Context: an optimization exercise on an open-source flow, tuned for small area and a short achievable clock period. The choices shown serve that exercise and are no tape-out recipe.
Only simulation tests tie the RTL to the original design; equivalence was not proved.

v32:
Design cte_fma, start of the top module:
module cte_fma (
    input  wire        clk,
    input  wire        rst,        
    input  wire        in_valid,
    input  wire        in_neg,     
    input  wire [31:0] in_a,
    input  wire [31:0] in_b,
    input  wire [31:0] in_c,
    output reg         out_valid,
    output reg  [31:0] out_r
);
    wire [7:0] ia_e = in_a[30:23], ib_e = in_b[30:23], ic_e = in_c[30:23];
    wire a_zero = (ia_e == 8'd0);
    wire b_zero = (ib_e == 8'd0);
    wire c_zero = (ic_e == 8'd0);
    wire a_max  = (ia_e == 8'hFF);
    wire b_max  = (ib_e == 8'hFF);
    wire c_max  = (ic_e == 8'hFF);
    wire a_fz   = (in_a[22:0] == 23'd0);
    wire b_fz   = (in_b[22:0] == 23'd0);
    wire c_fz   = (in_c[22:0] == 23'd0);
    wire a_inf  = a_max & a_fz;
    wire b_inf  = b_max & b_fz;
    wire c_inf  = c_max & c_fz;
    wire any_nan = (a_max & ~a_fz) | (b_max & ~b_fz) | (c_max & ~c_fz);
    wire i_sp  = in_a[31] ^ in_b[31] ^ in_neg;    
    wire i_sc  = in_c[31];
    wire i_pz  = a_zero | b_zero;
    wire p_inf = a_inf | b_inf;
    wire i_nan = any_nan | (a_inf & b_zero) | (a_zero & b_inf) |
                 (p_inf & c_inf & (i_sp ^ i_sc));
    wire i_inf = p_inf | c_inf;
    wire i_isg = p_inf ? i_sp : i_sc;
    wire i_zr  = i_pz & c_zero;                  
    wire [8:0] i_sab;                            
    add9 u_sab (.a({1'b0, ia_e}), .b({1'b0, ib_e}), .s(i_sab));
  ...
==> flow/config.mk <==
export PLATFORM = sky130hd
export DESIGN_NAME = cte_fma
export DESIGN_NICKNAME = cte_fma
export VERILOG_FILES = /design/flow/design.v
export SDC_FILE = /design/flow/constraint.sdc
export NUM_CORES = 4
export LEC_CHECK = 0
export CAP_MARGIN = 20
export CORE_MARGIN = 2
export CORE_UTILIZATION = 55
export CTS_CLUSTER_DIAMETER = 100
export CTS_CLUSTER_SIZE = 20
export PLACE_DENSITY = 0.7
export SLEW_MARGIN = 20
==> flow/constraint.sdc <==
create_clock -name core_clock -period 22.0 [get_ports {clk}]
set_input_delay 4.4000 -clock core_clock [delete_from_list [all_inputs] [get_ports {clk}]]
set_output_delay 4.4000 -clock core_clock [all_outputs]
set_load 0.01 [all_outputs]
standard.sh (not shown) runs the stock make flow with config.mk's settings and CLKGATE_MAP_FILE= SYNTH_SCRIPT=/design/flow/synth_recipe.tcl, a recipe that flattens the netlist after the stock synthesis.
==> flow/flow/run.sh <==
#!/bin/bash
# The standard layout (standard.sh: the standard synthesis, then ORFS to
# finish) with two settings changed:
#  - the port buffers that buffer_ports adds are plain buffers (buf.txt)
#    instead of the delay cell it picks by default.
set -euo pipefail
D="$(cd "$(dirname "$0")" && pwd)"
MARGIN=$(cat "$D/margin.txt")
BUF=$(cat "$D/buf.txt")
bash standard.sh SETUP_SLACK_MARGIN="$MARGIN" \
    BUFFER_PORTS_ARGS="-buffer_cell $BUF" finish > standard_flow.log 2>&1
==> flow/flow/buf.txt <==
sky130_fd_sc_hd__buf_2
==> flow/flow/margin.txt <==
16.7
#### Input delta (v29 over v32)
==> flow/flow/margin.txt <==
16.55
diff --git a/flow/config.mk b/flow/config.mk
--- a/flow/config.mk
+++ b/flow/config.mk
@@ -8,7 +8,7 @@
 export CAP_MARGIN = 20
 export CORE_MARGIN = 2
-export CORE_UTILIZATION = 55
+export CORE_UTILIZATION = 62
 export CTS_CLUSTER_DIAMETER = 100
 export CTS_CLUSTER_SIZE = 20
-export PLACE_DENSITY = 0.7
+export PLACE_DENSITY = 0.75
 export SLEW_MARGIN = 20
==> comparison <==
- Compared with v32, in v29 storage element area stayed essentially flat; total non-filler cell area in the finished layout fell by 0.62%; number of DRC markers in iteration 0 fell by about 8%.
- Critical path required time: v29 higher than v32
- v32 reports its critical path's slowest cell as dfxtp_2 while v29 reports nor4_4.
- Mean instance size in the synthesized netlist of v32 is on par with v29.
- v29 and v32 ended up with roughly the same clock slew at the register clock pins of the worst setup and hold paths.
- As far as number of endpoints with negative hold slack in the final report goes, v32 and v29 are indistinguishable; the numbers are identical.
- Distinct cell type count of the synthesized netlist: v29 vs v32 — no meaningful difference
- Area growth from synthesis to final layout in v29 is 0.67 points lower than in v32
- Diff v29 and v32: worst hold margin higher in v32

========
Starting RTL as in the previous note.
==> flow/config.mk <==
export PLATFORM = sky130hd
export DESIGN_NAME = cte_fma
export DESIGN_NICKNAME = cte_fma
export VERILOG_FILES = /design/flow/design.v
export SDC_FILE = /design/flow/constraint.sdc
export NUM_CORES = 4
export LEC_CHECK = 0
export CAP_MARGIN = 20
export CORE_MARGIN = 2
export CORE_UTILIZATION = 70
export CTS_CLUSTER_DIAMETER = 100
export CTS_CLUSTER_SIZE = 20
export PLACE_DENSITY = 0.8
export SLEW_MARGIN = 20
==> flow/constraint.sdc <==
create_clock -name core_clock -period 22.0 [get_ports {clk}]
set_input_delay 4.4000 -clock core_clock [delete_from_list [all_inputs] [get_ports {clk}]]
set_output_delay 4.4000 -clock core_clock [all_outputs]
set_load 0.01 [all_outputs]
==> flow/flow/margin.txt <==
16.55
Scripts as last shown in full above: flow/flow/run.sh, flow/flow/buf.txt
==> next run, changes <==
==> flow/flow/buf.txt (replaced) <==
sky130_fd_sc_hd__buf_1
==> flow/flow/margin.txt (replaced) <==
16.6
--- a/flow/config.mk
+++ b/flow/config.mk
@@ -8,7 +8,7 @@
 export CAP_MARGIN = 20
 export CORE_MARGIN = 2
-export CORE_UTILIZATION = 70
+export CORE_UTILIZATION = 55
 export CTS_CLUSTER_DIAMETER = 100
-export CTS_CLUSTER_SIZE = 20
-export PLACE_DENSITY = 0.8
+export CTS_CLUSTER_SIZE = 24
+export PLACE_DENSITY = 0.7
 export SLEW_MARGIN = 20
Effect:
- setup slack gets worse by 0.022 ns
- worst hold slack gains 0.0049 ns
- final area hardly moves
- count of clock-buffer cells in the layout is lower by 4
- synthesized area does not change
- clock skew goes up by 0.0049 ns

## afterwards: timing with drivers on the ports
How much do the figures lean on ideal ports? The routed layouts below were timed once more, with nothing changed but the port constraints.
Step 1: set_driving_cell puts a clkbuf_16 on clk and a buf_2 on each other input, an assumption about the parent block.
Step 2 times the ports against the registers' clock, not the clock port: input delays grow and output delays shrink by t, the midpoint of the rising clock arrivals with the driver on.
Three values: ideal ports, drivers, drivers and shift; two values: the first two.
| run | shift t [ns] | setup slack, ns | worst setup path after step 2 | worst data-port slew with drivers (ns) | cell pins on the clock port's net |
|---|---|---|---|---|---|
| v32 | 0.655 | 16.566 / 16.497 / 16.040 | input to register | 0.06 | 1 |
| v29 | 0.659 | 16.558 / 16.495 / 15.945 | input to register | 0.06 | 1 |
| the first run of note 2 | 0.645 | 16.550 / 16.487 / 15.984 | input to register | 0.04 | 1 |
| the second run of note 2 | 0.656 | 16.528 / 16.490 / 15.954 | input to register | 0.06 | 1 |
After both steps setup and hold are still met in every run listed. The setup slack of v29, which loses most, moves by -0.063 ns with the drivers and by -0.613 ns with both steps.
